This is an optimization exercise on Yosys and OpenROAD, whose aim is small area, a short achievable clock period and few clock cycles, not a production implementation. Function was checked by simulation only, so behaviour that the tests miss may differ from the original.

--- flow/design.v ---
module scn_digest (
    input  wire         clk,
    input  wire         rst,
    input  wire         in_valid,
    output wire         in_ready,
    input  wire [255:0] in_data,
    input  wire         in_last,
    output reg          out_valid,
    output wire [383:0] out_digest
);
    localparam [63:0] IV0 = 64'hcbbb9d5dc1059ed8;
    localparam [63:0] IV1 = 64'h629a292a367cd507;
    localparam [63:0] IV2 = 64'h9159015a3070dd17;
    localparam [63:0] IV3 = 64'h152fecd8f70e5939;
    localparam [63:0] IV4 = 64'h67332667ffc00b31;
    localparam [63:0] IV5 = 64'h8eb44a8768581511;
    localparam [63:0] IV6 = 64'hdb0c2e0d64f98fa7;
    localparam [63:0] IV7 = 64'h47b5481dbefa4fa4;
    function [63:0] rotr(input [63:0] x, input integer n);
        rotr = (x >> n) | (x << (64 - n));
    endfunction
    function [63:0] be_word(input [255:0] dsc, input integer k);
        integer m;
        begin
            for (m = 0; m < 8; m = m + 1)
                be_word[63 - 8 * m -: 8] = dsc[64 * k + 8 * m +: 8];
        end
    endfunction
    reg  [6:0]  r;             
    reg         idle;          
    reg         fin;           
    reg         first;         
    reg         nxt;           
    reg         ended;         
    reg         padded;        
    reg  [23:0] cnt;           
    reg         r77, r78, r79;     
    reg         slot;              
    reg         k3;                
    reg         rdy;               
    reg         must;              
    reg         cv_h, cv_iv;       
    reg         nx_h, nx_iv;       
    reg  [1023:0] w;           
    reg  [63:0] a, b, c, d, e, f, g, h;
    reg  [63:0] hkw;           
    reg  [63:0] H0, H1, H2, H3, H4, H5, H6, H7;
    assign in_ready = rdy;
    wire take = rdy & in_valid;
    wire adv  = ~must | in_valid;
    wire pad_slot = ended & ~(r78 & fin);
    wire tail = r77 | r78 | r79;
    wire [63:0] S0  = rotr(a, 28) ^ rotr(a, 34) ^ rotr(a, 39);
    wire [63:0] S1  = rotr(e, 14) ^ rotr(e, 18) ^ rotr(e, 41);
    wire [63:0] ch  = (e & f) ^ (~e & g);
    wire [63:0] maj = (a & b) ^ (a & c) ^ (b & c);
    wire [63:0] h0m = ({64{r79 & cv_h}} & H0) | ({64{r79 & cv_iv}} & IV0);
    wire [63:0] h4m = ({64{r79 & cv_h}} & H4) | ({64{r79 & cv_iv}} & IV4);
    wire [63:0] t_s = hkw ^ S1 ^ ch;
    wire [63:0] t_c = ((hkw & S1) | (hkw & ch) | (S1 & ch)) << 1;
    wire [63:0] e_s1 = t_s ^ t_c ^ d;
    wire [63:0] e_c1 = ((t_s & t_c) | (t_s & d) | (t_c & d)) << 1;
    wire [63:0] e_s2 = e_s1 ^ e_c1 ^ h4m;
    wire [63:0] e_c2 = ((e_s1 & e_c1) | (e_s1 & h4m) | (e_c1 & h4m)) << 1;
    wire [63:0] e_new = e_s2 + e_c2;
    wire [63:0] u_s = S0 ^ maj ^ h0m;
    wire [63:0] u_c = ((S0 & maj) | (S0 & h0m) | (maj & h0m)) << 1;
    wire [63:0] a_s1 = t_s ^ t_c ^ u_s;
    wire [63:0] a_c1 = ((t_s & t_c) | (t_s & u_s) | (t_c & u_s)) << 1;
    wire [63:0] a_s2 = a_s1 ^ a_c1 ^ u_c;
    wire [63:0] a_c2 = ((a_s1 & a_c1) | (a_s1 & u_c) | (a_c1 & u_c)) << 1;
    wire [63:0] a_new = a_s2 + a_c2;
    wire [63:0] ha_op = ({64{cv_h}} & H3)
                      | ({64{r77 & cv_iv}} & IV3) | ({64{r78 & cv_iv}} & IV2) | ({64{r79 & cv_iv}} & IV1);
    wire [63:0] ha_sum = ha_op + a;
    wire [63:0] he_op = ({64{cv_h}} & H7)
                      | ({64{r77 & cv_iv}} & IV7) | ({64{r78 & cv_iv}} & IV6) | ({64{r79 & cv_iv}} & IV5);
    wire [63:0] w14 = {64{~tail}} & w[959:896];
    wire [63:0] w1  = {64{~tail}} & w[127:64];
    wire [63:0] ws1 = rotr(w14, 19) ^ rotr(w14, 61) ^ (w14 >> 6);
    wire [63:0] ws0 = rotr(w1, 1) ^ rotr(w1, 8) ^ (w1 >> 7);
    wire [63:0] q0 = ws1;
    wire [63:0] q1 = ws0;
    wire [63:0] q2 = tail ? e : w[639:576];
    wire [63:0] q3 = tail ? he_op : w[63:0];
    wire [63:0] q_s1 = q0 ^ q1 ^ q2;
    wire [63:0] q_c1 = ((q0 & q1) | (q0 & q2) | (q1 & q2)) << 1;
    wire [63:0] q_s2 = q_s1 ^ q_c1 ^ q3;
    wire [63:0] q_c2 = ((q_s1 & q_c1) | (q_s1 & q3) | (q_c1 & q3)) << 1;
    wire [63:0] wn = q_s2 + q_c2;
    wire [79:0] r_dec = 80'd1 << r;
    wire [63:0] k_nx;
    genvar kb;
    generate
        for (kb = 0; kb < 64; kb = kb + 1) begin : g_k
            assign k_nx[kb] = |(r_dec & k_mask(kb));
        end
    endgenerate
    function [79:0] k_mask(input integer bit_n);
        begin
            case (bit_n)
                0: k_mask = 80'h4141707b034632df3833;
                1: k_mask = 80'hd97b4279206d2a918da2;
                2: k_mask = 80'h6eb3a48000afb66e6b07;
                3: k_mask = 80'h366edc96e85ea2800b7f;
                4: k_mask = 80'h4b4ea2a35e4cc36af17c;
                5: k_mask = 80'hba3c5fec64f3f6cf3d0e;
                6: k_mask = 80'h240417b980aeec2d8c81;
                7: k_mask = 80'h2bb894d6c23e8cf3d725;
                8: k_mask = 80'h04eef72352cd9ae3096f;
                9: k_mask = 80'hba4b4bbb0ebefde8f3a6;
                10: k_mask = 80'h97e819000660dc975529;
                11: k_mask = 80'hf6ba3f5f1423cca48926;
                12: k_mask = 80'h72947cc8cf5401e6361e;
                13: k_mask = 80'hb38ab7e3357ed331470b;
                14: k_mask = 80'h78cfe02ec80940f28135;
                15: k_mask = 80'ha21712f3d63538b61e5c;
                16: k_mask = 80'h532809bd78bc2669ecf7;
                17: k_mask = 80'h690cf9e6c959f6993c81;
                18: k_mask = 80'h79cca5821c3f45973653;
                19: k_mask = 80'h8a74008e4a285e0f4c6f;
                20: k_mask = 80'h2c684344e69483409d20;
                21: k_mask = 80'h9826cee07ab90f9ccf41;
                22: k_mask = 80'h73376eb9bfb286a1ef4b;
                23: k_mask = 80'h233332cecaee8f16a605;
                24: k_mask = 80'h8ac34bbf302c196e75ad;
                25: k_mask = 80'he8fcfd726c2ad4d6daf9;
                26: k_mask = 80'h962610ea3df58db4e732;
                27: k_mask = 80'h7c269482819f4fbbd262;
                28: k_mask = 80'hb66834e3fb571e2d9c58;
                29: k_mask = 80'h30bdea34c1102db538bb;
                30: k_mask = 80'hd90ed1ff3aa3a09c4f4a;
                31: k_mask = 80'h9c36f25e8b0c36e2ccfe;
                32: k_mask = 80'h21d5316c2dd4fd08a55f;
                33: k_mask = 80'h2b0ff9f885345cdb360a;
                34: k_mask = 80'h5cf7a3a6b06ad52f7a66;
                35: k_mask = 80'hfb0c9db30933037c128a;
                36: k_mask = 80'h99c66a4cca1f28e05ad9;
                37: k_mask = 80'h29cc79cc56b349187a34;
                38: k_mask = 80'h0597f9f2430a7feedc5a;
                39: k_mask = 80'hfc9bf8cc24d28e77b6f7;
                40: k_mask = 80'hf5de2942a62f7ea7df16;
                41: k_mask = 80'ha7ccadf21318af0121ee;
                42: k_mask = 80'hae9e984f3146071b2e41;
                43: k_mask = 80'hf377da7d0af6cc6a8dc6;
                44: k_mask = 80'h4ab3ca06240814825d56;
                45: k_mask = 80'hb79bfb5769cb662cd482;
                46: k_mask = 80'h2c9e5b638daa2581cd4f;
                47: k_mask = 80'h0b2128b4caa0117652ae;
                48: k_mask = 80'h3cf4e5811281d74ac3b5;
                49: k_mask = 80'hb3b38cc16bf9b281d9a9;
                50: k_mask = 80'h5e258de9a48290953ced;
                51: k_mask = 80'hb7a62afa779f64cdfc60;
                52: k_mask = 80'h16ee783d19c585f1fa7d;
                53: k_mask = 80'h107ce945c4d6d9f90a35;
                54: k_mask = 80'h79de761246702c5a301a;
                55: k_mask = 80'hab8b2fb498a0b86bf916;
                56: k_mask = 80'h3465002a8c2e940b645f;
                57: k_mask = 80'ha55ae03316d5ac532960;
                58: k_mask = 80'h6a0c7697341bfc6f8602;
                59: k_mask = 80'h7ad2a579810305bb20dc;
                60: k_mask = 80'h336529adf85456e02dbb;
                61: k_mask = 80'h438631ce2199874d8a4f;
                62: k_mask = 80'hfc07c1f03e1e1871cc95;
                63: k_mask = 80'h0007fe003fe01f81f0e6;
                default: k_mask = 80'h0;
            endcase
        end
    endfunction
    wire [63:0] hn  = ({64{~r79}} & g) | ({64{r79 & nx_h}} & H6) | ({64{r79 & nx_iv}} & IV7);
    wire [63:0] wnx = w[831:768];
    wire [63:0] k_s = hn ^ k_nx ^ wnx;
    wire [63:0] k_c = ((hn & k_nx) | (hn & wnx) | (k_nx & wnx)) << 1;
    wire [63:0] hkw_new = k_s + k_c;
    wire [63:0] ld0 = pad_slot ? (padded ? 64'd0 : 64'h8000000000000000) : be_word(in_data, 0);
    wire [63:0] ld1 = pad_slot ? 64'd0 : be_word(in_data, 1);
    wire [63:0] ld2 = pad_slot ? 64'd0 : be_word(in_data, 2);
    wire [63:0] ld3 = pad_slot ? (k3 ? {32'd0, cnt, 8'd0} : 64'd0) : be_word(in_data, 3);
    always @(posedge clk) begin
        if (adv) begin
            if (slot) begin
                w[767:0]    <= w[831:64];
                w[831:768]  <= ld0;
                w[895:832]  <= ld1;
                w[959:896]  <= ld2;
                w[1023:960] <= ld3;
            end else begin
                w[959:0]    <= w[1023:64];
                w[1023:960] <= wn;
            end
            hkw  <= hkw_new;
            a <= (r79 & nx_iv) ? IV0 : a_new;
            e <= (r79 & nx_iv) ? IV4 : e_new;
            if (r79) begin
                b <= nx_iv ? IV1 : ha_sum;
                c <= nx_iv ? IV2 : H1;
                d <= nx_iv ? IV3 : H2;
                f <= nx_iv ? IV5 : wn;
                g <= nx_iv ? IV6 : H5;
                h <= nx_iv ? IV7 : H6;
            end else begin
                b <= a; c <= b; d <= c;
                f <= e; g <= f; h <= g;
            end
            if (tail) begin
                H3 <= H2; H2 <= H1; H1 <= ha_sum;
                H7 <= H6; H6 <= H5; H5 <= wn;
            end
        end
        if (r79) begin H0 <= a_new; H4 <= e_new; end    
    end
    reg  [6:0]  r_n;
    reg         idle_n, fin_n, first_n, nxt_n, ended_n, padded_n;
    reg  [23:0] cnt_n;
    reg         r77_n, r78_n, r79_n, slot_n, k3_n, ov_n;
    always @(*) begin
        r_n = r; idle_n = idle; fin_n = fin; first_n = first; nxt_n = nxt;
        ended_n = ended; padded_n = padded; cnt_n = cnt;
        r77_n = r77; r78_n = r78; r79_n = r79; slot_n = slot; k3_n = k3;
        ov_n = 1'b0;
        if (adv) begin
            r_n   = r + 7'd1;
            r77_n = (r == 7'd76);
            r78_n = (r == 7'd77);
            r79_n = r78;
            slot_n = (r == 7'd77) | (r == 7'd1) | (r == 7'd5) | (r == 7'd9);
            k3_n  = (r == 7'd9);
            if (take) begin
                cnt_n   = (r78 & fin) ? 24'd1 : cnt + 24'd1;
                ended_n = in_last;
            end
            if (slot & pad_slot)
                padded_n = 1'b1;
            if (r78) begin
                nxt_n = ~fin | take;
                if (fin) begin
                    padded_n = 1'b0;
                    if (!take) begin
                        cnt_n   = 24'd0;
                        ended_n = 1'b0;
                    end
                end
            end
            if (k3)
                fin_n = ended;
            if (r79) begin
                ov_n = fin & ~idle;
                if (nxt) begin
                    r_n     = 7'd0;
                    idle_n  = 1'b0;
                    first_n = fin;
                    fin_n   = 1'b0;
                end else begin
                    r_n    = 7'd78;
                    r78_n  = 1'b1;
                    slot_n = 1'b1;
                    idle_n = 1'b1;
                end
            end
        end
        if (rst) begin
            r_n = 7'd78; idle_n = 1'b1; fin_n = 1'b1; first_n = 1'b1; nxt_n = 1'b0;
            ended_n = 1'b0; padded_n = 1'b0; cnt_n = 24'd0;
            r77_n = 1'b0; r78_n = 1'b1; r79_n = 1'b0; slot_n = 1'b1; k3_n = 1'b0;
            ov_n = 1'b0;
        end
    end
    wire pad_n = ended_n & ~(r78_n & fin_n);
    always @(posedge clk) begin
        r <= r_n; idle <= idle_n; fin <= fin_n; first <= first_n; nxt <= nxt_n;
        ended <= ended_n; padded <= padded_n; cnt <= cnt_n;
        r77 <= r77_n; r78 <= r78_n; r79 <= r79_n; slot <= slot_n; k3 <= k3_n;
        out_valid <= ov_n;
        rdy   <= slot_n & ~pad_n;
        must  <= slot_n & ~pad_n & ~(r78_n & fin_n & ~idle_n);
        cv_h  <= ~first_n;
        cv_iv <= first_n;
        nx_h  <= ~fin_n;
        nx_iv <= fin_n;
    end
    genvar gi;
    generate
        for (gi = 0; gi < 8; gi = gi + 1) begin : g_dig
            assign out_digest[      8 * gi +: 8] = H0[63 - 8 * gi -: 8];
            assign out_digest[ 64 + 8 * gi +: 8] = H1[63 - 8 * gi -: 8];
            assign out_digest[128 + 8 * gi +: 8] = H2[63 - 8 * gi -: 8];
            assign out_digest[192 + 8 * gi +: 8] = H3[63 - 8 * gi -: 8];
            assign out_digest[256 + 8 * gi +: 8] = H4[63 - 8 * gi -: 8];
            assign out_digest[320 + 8 * gi +: 8] = H5[63 - 8 * gi -: 8];
        end
    endgenerate
endmodule
--- flow/constraint.sdc ---
create_clock -name core_clock -period 11.0 [get_ports {clk}]
set_input_delay 2.2000 -clock core_clock [delete_from_list [all_inputs] [get_ports {clk}]]
set_output_delay 2.2000 -clock core_clock [all_outputs]
set_load 0.01 [all_outputs]
--- flow/run.sh ---
#!/bin/bash
# synth_recipe.tcl (not shown) runs the flow's synth.tcl, then flattens the netlist and writes it again
# the make line also repeats each setting of config.mk as NAME=value (left out here)
make -C /OpenROAD-flow-scripts/flow DESIGN_CONFIG=/design/flow/config.mk WORK_HOME=/design/flow/orfs CLKGATE_MAP_FILE= SYNTH_SCRIPT=/design/flow/synth_recipe.tcl finish
--- flow/config.mk ---
export PLATFORM = sky130hd
export DESIGN_NAME = scn_digest
export DESIGN_NICKNAME = scn_digest
export VERILOG_FILES = /design/flow/design.v
export SDC_FILE = /design/flow/constraint.sdc
export NUM_CORES = 4
export LEC_CHECK = 0
export ABC_AREA = 1
export CAP_MARGIN = 20
export CORE_MARGIN = 2
export CORE_UTILIZATION = 40
export SETUP_SLACK_MARGIN = 5
export SLEW_MARGIN = 20
export SYNTH_MEMORY_MAX_BITS = 16384
==> impl_metrics.csv, run 1 <==
group,metric,value,unit
critical_path,cp_cell_sequence,"inv_1, ha_1, nand3_2, nor2_1, nand2_2, nand2_2, nor4_4, nand4_1, fa_1, ha_2, nand2_1, nor2_1, inv_1, nor2_1, inv_1, nor2_1, and3_1, nand2_1, nand4_1, nand2_1",
global_routing,track_usage,44.0,%
sta,final_hold_viol_count,0,
cts,insertion_delay,1000,ps
logic_synthesis,syn_nets,14800,
final_layout,drive_gt1_share,7.98,%
sta,timing.hold.ws,379,ps
global_routing,overflow,0,
logic_synthesis,syn_area,126000,sq um
logic_synthesis,synth_xor_area_share,4.23,%
cts,clkTransAtPathRegs,70,ps
placement,gp_congestion,1.09,
cts,cts_tree,"done",
run_status,outcome,"no timing/DRC/antenna violations",
worst_hold_path,hp-start,"w[680]",
global_routing,grt_start_max_net_pins,156,
logic_synthesis,synthTopCellsByCount,"3,170 x nand2_1, 2,334 x inv_1, 2,048 x edfxtp_1",
detailed_routing,ant_nets,0,
logic_synthesis,syn-mean-instance-area,9.29,sq um
placement,dp_hpwl,600000,um
final_layout,area_growth,18.4,%
floorplan,die_h,566,um
worst_hold_path,hp-class,"flip-flop to flip-flop",
sta,finClkSkew,79.5,ps
floorplan,die_area,321000,sq um
critical_path,worstSetupEndpointType,"flip-flop",
sta,worst_pin_slew,1270,ps
logic_synthesis,synthFlopType,"edfxtp_1",
critical_path,crit_required,11700,ps
logic_synthesis,synth_edf_count,2048,
sta,timing.fmax,161,MHz
floorplan,start_util,40.2,%
logic_synthesis,synth_mux_area_share,0.0396,%
detailed_routing,first_pass_iters,8,
floorplan,die_w,566,um
logic_synthesis,async_flop_share,0,%
detailed_routing,drt-initial-drc-count,18300,
critical_path,r2r_end,"hkw[52]",
critical_path,reg2reg_depth,20,
floorplan,io_pins,646,
critical_path,r2r_start,"r[1]",
worst_hold_path,hold_end,"w[616]",
floorplan,rows,206,
cts,cts.htree.levels,4,
cts,cts-root-buf,"clkbuf_16",
critical_path,critPathLaunchType,"flip-flop",
detailed_routing,vias,111000,
cts,clock-sinks,2095,
floorplan,core-area,315000,sq um
sta,fin_crit,6200,ps
logic_synthesis,synthDistinctLibCells,58,
detailed_routing,wire_per_inst,38.7,um
final_layout,postLayoutCoreUtil,47.5,%
critical_path,cp.depth,20,
worst_hold_path,holdPathStages,0,
critical_path,path_common_cell,"nor2_1",
logic_synthesis,synth_most_common_cell,"nand2_1",
logic_synthesis,yosys.area.top_type_share,48.6,%
global_routing,grt_pass1_wl,940000,um
logic_synthesis,synth_top_family_by_area,"simple AND/OR/NAND/NOR gates",
cts,hold_buffers,0,
logic_synthesis,yosys.area_share.simple,18.3,%
logic_synthesis,ys_seq_elements,2095,
logic_synthesis,synth_compound_gate_area_share,7.69,%
critical_path,crit_slowest_cell,"nand4_1",
placement,portBuffers,645,
global_routing,grt_pass1_vias,102000,
critical_path,crit_start,"r[1]",
cts,cts_made_buffers,231,
detailed_routing,route.detailed.drc,0,
logic_synthesis,yosysTopAreaCell,"edfxtp_1",
sta,relSlewSlack,14.4,%
sta,setup_tns,0,ps
detailed_routing,viasPerCell,5.91,
detailed_routing,wirelength,727000,um
sta,report.final.slew_viol_count,0,
logic_synthesis,yosys_warnings,1,
sta,rsz0062_at_grt,"yes",
critical_path,rrSetupSlack,4800,ps
global_routing,antenna_found_initial,79,
logic_synthesis,syn_inst,13600,
final_layout,finalNetCount,15600,
logic_synthesis,synth-adder-area-share,12.2,%
critical_path,cp_top_family,"simple AND/OR/NAND/NOR gates",
critical_path,path_max_fanout,7,
critical_path,path_class,"flip-flop to flip-flop",
sta,finalCritPeriodShare,56.3,%
logic_synthesis,yosysSeqAreaShare,49.4,%
logic_synthesis,synth.area.top_cells,"edfxtp_1 49%, nand2_1 9.4%, fa_1 9.0%, inv_1 6.9%, nor2_1 3.6%",
sta,finalSetupViolCount,0,
critical_path,cpPeakStageDelay,950,ps
cts,ctsLongestPathBuffers,4,
run,maxCapViolations,0,
critical_path,arrival,6890,ps
critical_path,worst-path-buf-inv,3,
## cells in the final DEF, fill, tap and decap left out, types with 29 or more instances in the layout
master and n:
nor2_1 1092, o22ai_1 42, nand2_1 3083, o21ai_0 588, ha_1 302, dfxtp_1 40, a21oi_1 616, nor4_1 68
clkinvlp_4 33, nor2_4 68, nand3_2 29, diode_2 38, clkinv_2 41, o21bai_1 57, a221o_1 30, nand2_2 75
nor2_2 85, xor2_1 301, nor3_1 155, fa_1 563, nand4_1 182, and2_1 40, xnor2_1 265, bufinv_16 30
nand3_1 575, a22o_1 179, buf_4 239, clkbuf_16 231, edfxtp_1 2048, inv_1 2307, clkdlybuf4s50_1 645, clkinv_1 51
clkbuf_1 33
## layout make-up
cell class	instances	area, sq um
antenna	38	95.1
clock buffer	264	5900
clock inverter	163	1850
fill	30200	165000
inverter	2367	9030
multi-input combinational	8790	56100
sequential	2095	62500
tap	4160	5200
timing repair buffer	925	9020
timing repair inverter	2	17.5
## worst reg2reg max path, cell delays in order, from the launching register on
cell	delay, ps
dfxtp_1	380
inv_1	100
ha_1	270
nand3_2	210
nor2_1	110
nand2_2	360
nand2_2	370
nor4_4	430
nand4_1	950
fa_1	890
ha_2	450
nand2_1	140
nor2_1	120
inv_1	90
nor2_1	150
inv_1	100
nor2_1	220
and3_1	190
nand2_1	170
nand4_1	130
nand2_1	110
## metal layers
metal	track usage [%]	wire (um)
met5	0.134	396
met4	23.6	48000
met3	15.0	96600
met2	60.7	291000
met1	60.6	291000
## sequential cells by signal, indices dropped and copies added, names as in the netlist, 64 cells and up
| register | flops |
|---|---|
| H6 | 64 |
| d | 64 |
| g | 64 |
| c | 64 |
| H7 | 64 |
| e | 64 |
| H1 | 64 |
| hkw | 64 |
| a | 64 |
| b | 64 |
| H5 | 64 |
| H0 | 64 |
| H3 | 64 |
| H4 | 64 |
| w | 1024 |
| f | 64 |
| H2 | 64 |
## metrics by stage
step / std cells / instance area, sq um / setup slack [ps]
after floorplan: 13600 / 126000 / 2530
after global placement: 18200 / 138000 / 3100
after detailed placement: 18200 / 138000 / 3150
after CTS: 18700 / 148000 / 4940
after global routing: 18800 / 150000 / 4870
final: 18800 / 150000 / 4800
## how the worst max path moves through the flow
stage          slack, ps      end
6_report            4800  hkw[52]
3_3_place_gp        3100  w[1010]
4_1_cts             4940  hkw[42]
2_1_floorplan       2530    H1[0]
3_5_place_dp        3150  w[1010]
5_1_grt             4870  w[1013]
## cells by family after synthesis
kind of cell               count (synthesis)
adders and majority gates                892
DFF                                     2095
xor gates and xnor gates                 611
and+or+nand+nor                         5600
muxes                                      5
buffers and inverters                   2721
AOI/OAI and AO/OA                       1680
## repair_timing
item	in CTS	in global routing
buffers inserted	46	72
gates resized for setup	289	292
pin swaps	31	45
gates cloned	5	0
setup endpoints to repair	447	236
Testbench counts, summed over its fixed seeds: cycles 50,184.
==> inputs of run 2 (changes only) <==
--- a/flow/design.v
+++ b/flow/design.v
@@ -41,4 +41,7 @@
     reg         must;              
-    reg         cv_h, cv_iv;       
-    reg         nx_h, nx_iv;       
+    reg         cv_h;              
+    reg         tail;              
+    reg         hm_h, hm_iv;       
+    reg         iv77, iv78, iv79;  
+    reg         in_h, in_iv;       
     reg  [1023:0] w;           
@@ -51,3 +54,2 @@
     wire pad_slot = ended & ~(r78 & fin);
-    wire tail = r77 | r78 | r79;
     wire [63:0] S0  = rotr(a, 28) ^ rotr(a, 34) ^ rotr(a, 39);
@@ -56,4 +58,4 @@
     wire [63:0] maj = (a & b) ^ (a & c) ^ (b & c);
-    wire [63:0] h0m = ({64{r79 & cv_h}} & H0) | ({64{r79 & cv_iv}} & IV0);
-    wire [63:0] h4m = ({64{r79 & cv_h}} & H4) | ({64{r79 & cv_iv}} & IV4);
+    wire [63:0] h0m = ({64{hm_h}} & H0) | ({64{hm_iv}} & IV0);
+    wire [63:0] h4m = ({64{hm_h}} & H4) | ({64{hm_iv}} & IV4);
     wire [63:0] t_s = hkw ^ S1 ^ ch;
@@ -73,6 +75,6 @@
     wire [63:0] ha_op = ({64{cv_h}} & H3)
-                      | ({64{r77 & cv_iv}} & IV3) | ({64{r78 & cv_iv}} & IV2) | ({64{r79 & cv_iv}} & IV1);
+                      | ({64{iv77}} & IV3) | ({64{iv78}} & IV2) | ({64{iv79}} & IV1);
     wire [63:0] ha_sum = ha_op + a;
     wire [63:0] he_op = ({64{cv_h}} & H7)
-                      | ({64{r77 & cv_iv}} & IV7) | ({64{r78 & cv_iv}} & IV6) | ({64{r79 & cv_iv}} & IV5);
+                      | ({64{iv77}} & IV7) | ({64{iv78}} & IV6) | ({64{iv79}} & IV5);
     wire [63:0] w14 = {64{~tail}} & w[959:896];
@@ -169,3 +171,3 @@
     endfunction
-    wire [63:0] hn  = ({64{~r79}} & g) | ({64{r79 & nx_h}} & H6) | ({64{r79 & nx_iv}} & IV7);
+    wire [63:0] hn  = ({64{~r79}} & g) | ({64{in_h}} & H6) | ({64{in_iv}} & IV7);
     wire [63:0] wnx = w[831:768];
@@ -179,27 +181,23 @@
     always @(posedge clk) begin
+        w[63:0] <= w[127:64];
+        if (slot) begin
+            w[895:832]  <= ld1;
+            w[959:896]  <= ld2;
+            w[1023:960] <= ld3;
+        end else begin
+            w[959:832]  <= w[1023:896];
+            w[1023:960] <= wn;
+        end
         if (adv) begin
-            if (slot) begin
-                w[767:0]    <= w[831:64];
-                w[831:768]  <= ld0;
-                w[895:832]  <= ld1;
-                w[959:896]  <= ld2;
-                w[1023:960] <= ld3;
-            end else begin
-                w[959:0]    <= w[1023:64];
-                w[1023:960] <= wn;
-            end
+            w[767:64] <= w[831:128];
+            w[831:768] <= slot ? ld0 : w[895:832];
             hkw  <= hkw_new;
-            a <= (r79 & nx_iv) ? IV0 : a_new;
-            e <= (r79 & nx_iv) ? IV4 : e_new;
-            if (r79) begin
-                b <= nx_iv ? IV1 : ha_sum;
-                c <= nx_iv ? IV2 : H1;
-                d <= nx_iv ? IV3 : H2;
-                f <= nx_iv ? IV5 : wn;
-                g <= nx_iv ? IV6 : H5;
-                h <= nx_iv ? IV7 : H6;
-            end else begin
-                b <= a; c <= b; d <= c;
-                f <= e; g <= f; h <= g;
-            end
+            a <= in_iv ? IV0 : a_new;
+            e <= in_iv ? IV4 : e_new;
+            b <= in_iv ? IV1 : in_h ? ha_sum : a;
+            c <= in_iv ? IV2 : in_h ? H1 : b;
+            d <= in_iv ? IV3 : in_h ? H2 : c;
+            f <= in_iv ? IV5 : in_h ? wn : e;
+            g <= in_iv ? IV6 : in_h ? H5 : f;
+            h <= in_iv ? IV7 : in_h ? H6 : g;
             if (tail) begin
@@ -276,5 +274,10 @@
         cv_h  <= ~first_n;
-        cv_iv <= first_n;
-        nx_h  <= ~fin_n;
-        nx_iv <= fin_n;
+        tail  <= r77_n | r78_n | r79_n;
+        hm_h  <= r79_n & ~first_n;
+        hm_iv <= r79_n & first_n;
+        iv77  <= r77_n & first_n;
+        iv78  <= r78_n & first_n;
+        iv79  <= r79_n & first_n;
+        in_h  <= r79_n & ~fin_n;
+        in_iv <= r79_n & fin_n;
     end
==> run 2 against run 1 <==
Effect of this change:
- global-route usage increased by 0.38 points
- still clean on timing, DRC and antenna
- first-iteration DRC count rose by 0.25%
- largest cell class unchanged
- wire length decreased by 0.52%
- area after synthesis fell by 1.0%
- worst hold slack got worse by 13 ps
- sequential share of layout area is 0.93 points lower
- non-clock buffer count is 35 lower
==> impl_metrics.csv, run 2 <==
group,metric,value,unit
run_status,outcome,"no timing/DRC/antenna violations",
floorplan,core-area,312000,sq um
logic_synthesis,async_flop_share,0,%
final_layout,finalNetCount,15700,
cts,hold_buffers,0,
global_routing,antenna_found_initial,82,
logic_synthesis,synth_xor_area_share,4.39,%
detailed_routing,ant_nets,0,
cts,cts-root-buf,"clkbuf_16",
cts,clock-sinks,2101,
detailed_routing,wire_per_inst,38.2,um
placement,portBuffers,645,
final_layout,regArea,60000,sq um
detailed_routing,wirelength,723000,um
placement,dp_hpwl,601000,um
final_layout,postLayoutCoreUtil,47.2,%
detailed_routing,route.detailed.drc,0,
sta,timing.fmax,164,MHz
logic_synthesis,synth_compound_gate_area_share,6.97,%
critical_path,crit_required,11840,ps
placement,gp_congestion,1.21,
critical_path,path_class,"flip-flop to flip-flop",
critical_path,arrival,6950,ps
logic_synthesis,yosys.area.top_type_share,43.0,%
logic_synthesis,synth_most_common_cell,"nand2_1",
final_layout,largest_register,"w",
run,maxCapViolations,0,
sta,relSlewSlack,10.5,%
logic_synthesis,ys_seq_elements,2101,
logic_synthesis,yosysTopAreaCell,"edfxtp_1",
logic_synthesis,syn_inst,13800,
detailed_routing,drt-initial-drc-count,18300,
final_layout,nFillCells,30400,
detailed_routing,first_pass_iters,6,
sta,worst_pin_slew,1330,ps
cts,clkTransAtPathRegs,70,ps
logic_synthesis,syn-mean-instance-area,9.06,sq um
global_routing,grt_pass1_vias,100000,
global_routing,overflow,0,
global_routing,grt_pass1_wl,931000,um
logic_synthesis,synth_mux_area_share,0.544,%
floorplan,rows,205,
critical_path,worstSetupEndpointType,"flip-flop",
global_routing,grt_start_max_net_pins,210,
sta,rsz0062_at_grt,"yes",
sta,final_hold_viol_count,0,
sta,setup_tns,0,ps
logic_synthesis,synthDistinctLibCells,54,
final_layout,mostFrequentLayoutCell,"nand2_1",
logic_synthesis,yosysSeqAreaShare,47.9,%
logic_synthesis,synth.area.top_cells,"edfxtp_1 43%, nand2_1 10%, fa_1 9.1%, inv_1 6.8%, dfxtp_1 4.9%",
logic_synthesis,yosys.area_share.simple,19.6,%
worst_hold_path,hp-class,"flip-flop to flip-flop",
cts,cts_tree,"done",
cts,ctsLongestPathBuffers,4,
floorplan,start_util,40.2,%
logic_synthesis,syn_nets,15000,
cts,cts_made_buffers,233,
logic_synthesis,syn_area,125000,sq um
final_layout,layout.cells.most_common_list,"3,381 x nand2_1, 2,247 x inv_1, 1,792 x edfxtp_1, 1,176 x nor2_1, 665 x nand3_1",
floorplan,die_h,563,um
cts,cts.htree.levels,4,
logic_synthesis,synth-adder-area-share,12.5,%
global_routing,track_usage,44.4,%
logic_synthesis,synth_edf_count,1792,
logic_synthesis,synthTopCellsByCount,"3,418 x nand2_1, 2,267 x inv_1, 1,792 x edfxtp_1",
cts,insertion_delay,1020,ps
sta,finalSetupViolCount,0,
detailed_routing,viasPerCell,5.82,
detailed_routing,vias,110000,
floorplan,die_area,317000,sq um
logic_synthesis,yosys_warnings,1,
floorplan,io_pins,646,
critical_path,path_max_fanout,74,
sta,finClkSkew,118,ps
final_layout,area_growth,17.5,%
logic_synthesis,synth_top_family_by_area,"simple AND/OR/NAND/NOR gates",
sta,report.final.slew_viol_count,0,
final_layout,largest_reg_flops,1024,
floorplan,die_w,563,um
sta,finalCritPeriodShare,55.6,%
final_layout,multiInputGateArea,56400,sq um
sta,fin_crit,6110,ps
critical_path,critPathLaunchType,"flip-flop",
logic_synthesis,synthFlopType,"edfxtp_1",
final_layout,drive_gt1_share,6.41,%
==> run 2: cell count changes after synthesis, moves of 29 or more <==
cell / previous run / this run
a21oi_1: 633 / 602
o21ai_0: 621 / 466
nand2_1: 3170 / 3418
dfxtp_1: 47 / 309
clkbuf_1: 290 / 348
xor2_1: 324 / 260
edfxtp_1: 2048 / 1792
a22o_1: 179 / 213
nand3_1: 611 / 689
nor2_1: 1211 / 1248
inv_1: 2334 / 2267
xnor2_1: 287 / 367
o22ai_1: 42 / 13
mux2i_1: 5 / 68
==> run 2: kinds of logic after synthesis <==
kind of cell	after synthesis
AOI/OAI and AO/OA	1474
xor gates and xnor gates	627
adders and majority gates	917
buffers and inverters	2688
DFF	2101
muxes	68
and+or+nand+nor	5940
==> run 2: through the flow <==
stage	cells	hold WS [ps]	instance area (sq um)	setup WS [ps]
global route	18900	379	147000	4910
floorplan	13800	348	125000	2530
global placement	18400	355	137000	3850
finish	18900	366	147000	4890
detailed placement	18400	363	137000	3800
CTS	18800	377	146000	5000
==> run 2: area by class of cell <==
| type | count | area share, % |
|---|---|---|
| Antenna cell | 47 | 0.0800 |
| Clock buffer | 279 | 4.15 |
| Clock inverter | 155 | 1.23 |
| Inverter | 2288 | 5.91 |
| Multi-Input combinational cell | 9026 | 38.3 |
| Sequential cell | 2101 | 40.8 |
| Tap cell | 4140 | 3.52 |
| Timing Repair Buffer | 890 | 5.97 |
| Timing Repair inverter | 1 | 0.00766 |
==> run 2: timing repair <==
| action | 4_1_cts | 5_1_grt |
|---|---|---|
| pin swaps | 5 | 23 |
| setup buffers | 22 | 62 |
| cloned | 1 | 0 |
| resized for setup | 133 | 164 |
| endpoints found under the setup margin | 276 | 212 |
==> run 2: path summary, 6_finish.rpt <==
path | startpoint | end | slack [ps] | cells after the start
max | tail | w[1012] | 4890 | 18
min | w[708] | w[644] | 370 | 0
max reg2reg | tail | w[1012] | 4890 | 18
min reg2reg | w[708] | w[644] | 370 | 0
==> run 2: worst max-delay path, stage by stage (launching register included) <==
cell and delay, ps:
dfxtp_4 400, inv_16 240, nand2_1 280, xnor2_1 250, xnor2_2 660, inv_1 250
fa_1 570, fa_1 420, ha_1 370, nand2_1 130, nor2_1 490, nand3_1 140
nand3b_1 450, nand2_1 100, nand2_1 210, nand2_1 220, nand4_1 180, nand3_1 370
nand2_1 200
==> run 2: routing by layer <==
metal,up-vias,GRT usage [%],part of all wire (%)
met5,-,0.964,0.13
met4,46,22.7,6.3
met3,1403,18.2,14
met2,7724,59.5,39
met1,54700,60.8,40
li1,46300,-,-
Testbench counts of run 2, summed over its fixed seeds: cycles 50,184.

what the ideal ports hide:
Ports are ideal in the flow. The routed layouts listed here were re-timed in OpenROAD. Step 1 (the two cells are an assumption about what drives the block):
set clk [get_ports {clk}]
set_driving_cell -lib_cell sky130_fd_sc_hd__clkbuf_16 $clk
set_driving_cell -lib_cell sky130_fd_sc_hd__buf_2 [delete_from_list [all_inputs] $clk]
Step 2 adds t to the input delays and takes it off the output delays; t is the mean of the earliest and latest rising clock arrival at the registers after step 1. Input paths then give back, and output paths get back, about the clock's delay inside the block. a / b / c = ideal / step 1 / step 2; a / b = the first two.
| run | t (ns) | slack for setup (ns) | latest minus earliest clock arrival (ns) | cell pins on the clock port's net |
|---|---|---|---|---|
| run 1 | 1.067 | 4.802 / 4.802 / 4.802 | 0.080 / 0.081 | 1 |
| run 2 | 1.062 | 4.888 / 4.888 / 4.888 | 0.118 / 0.119 | 1 |
After both steps every run listed still meets setup and hold.
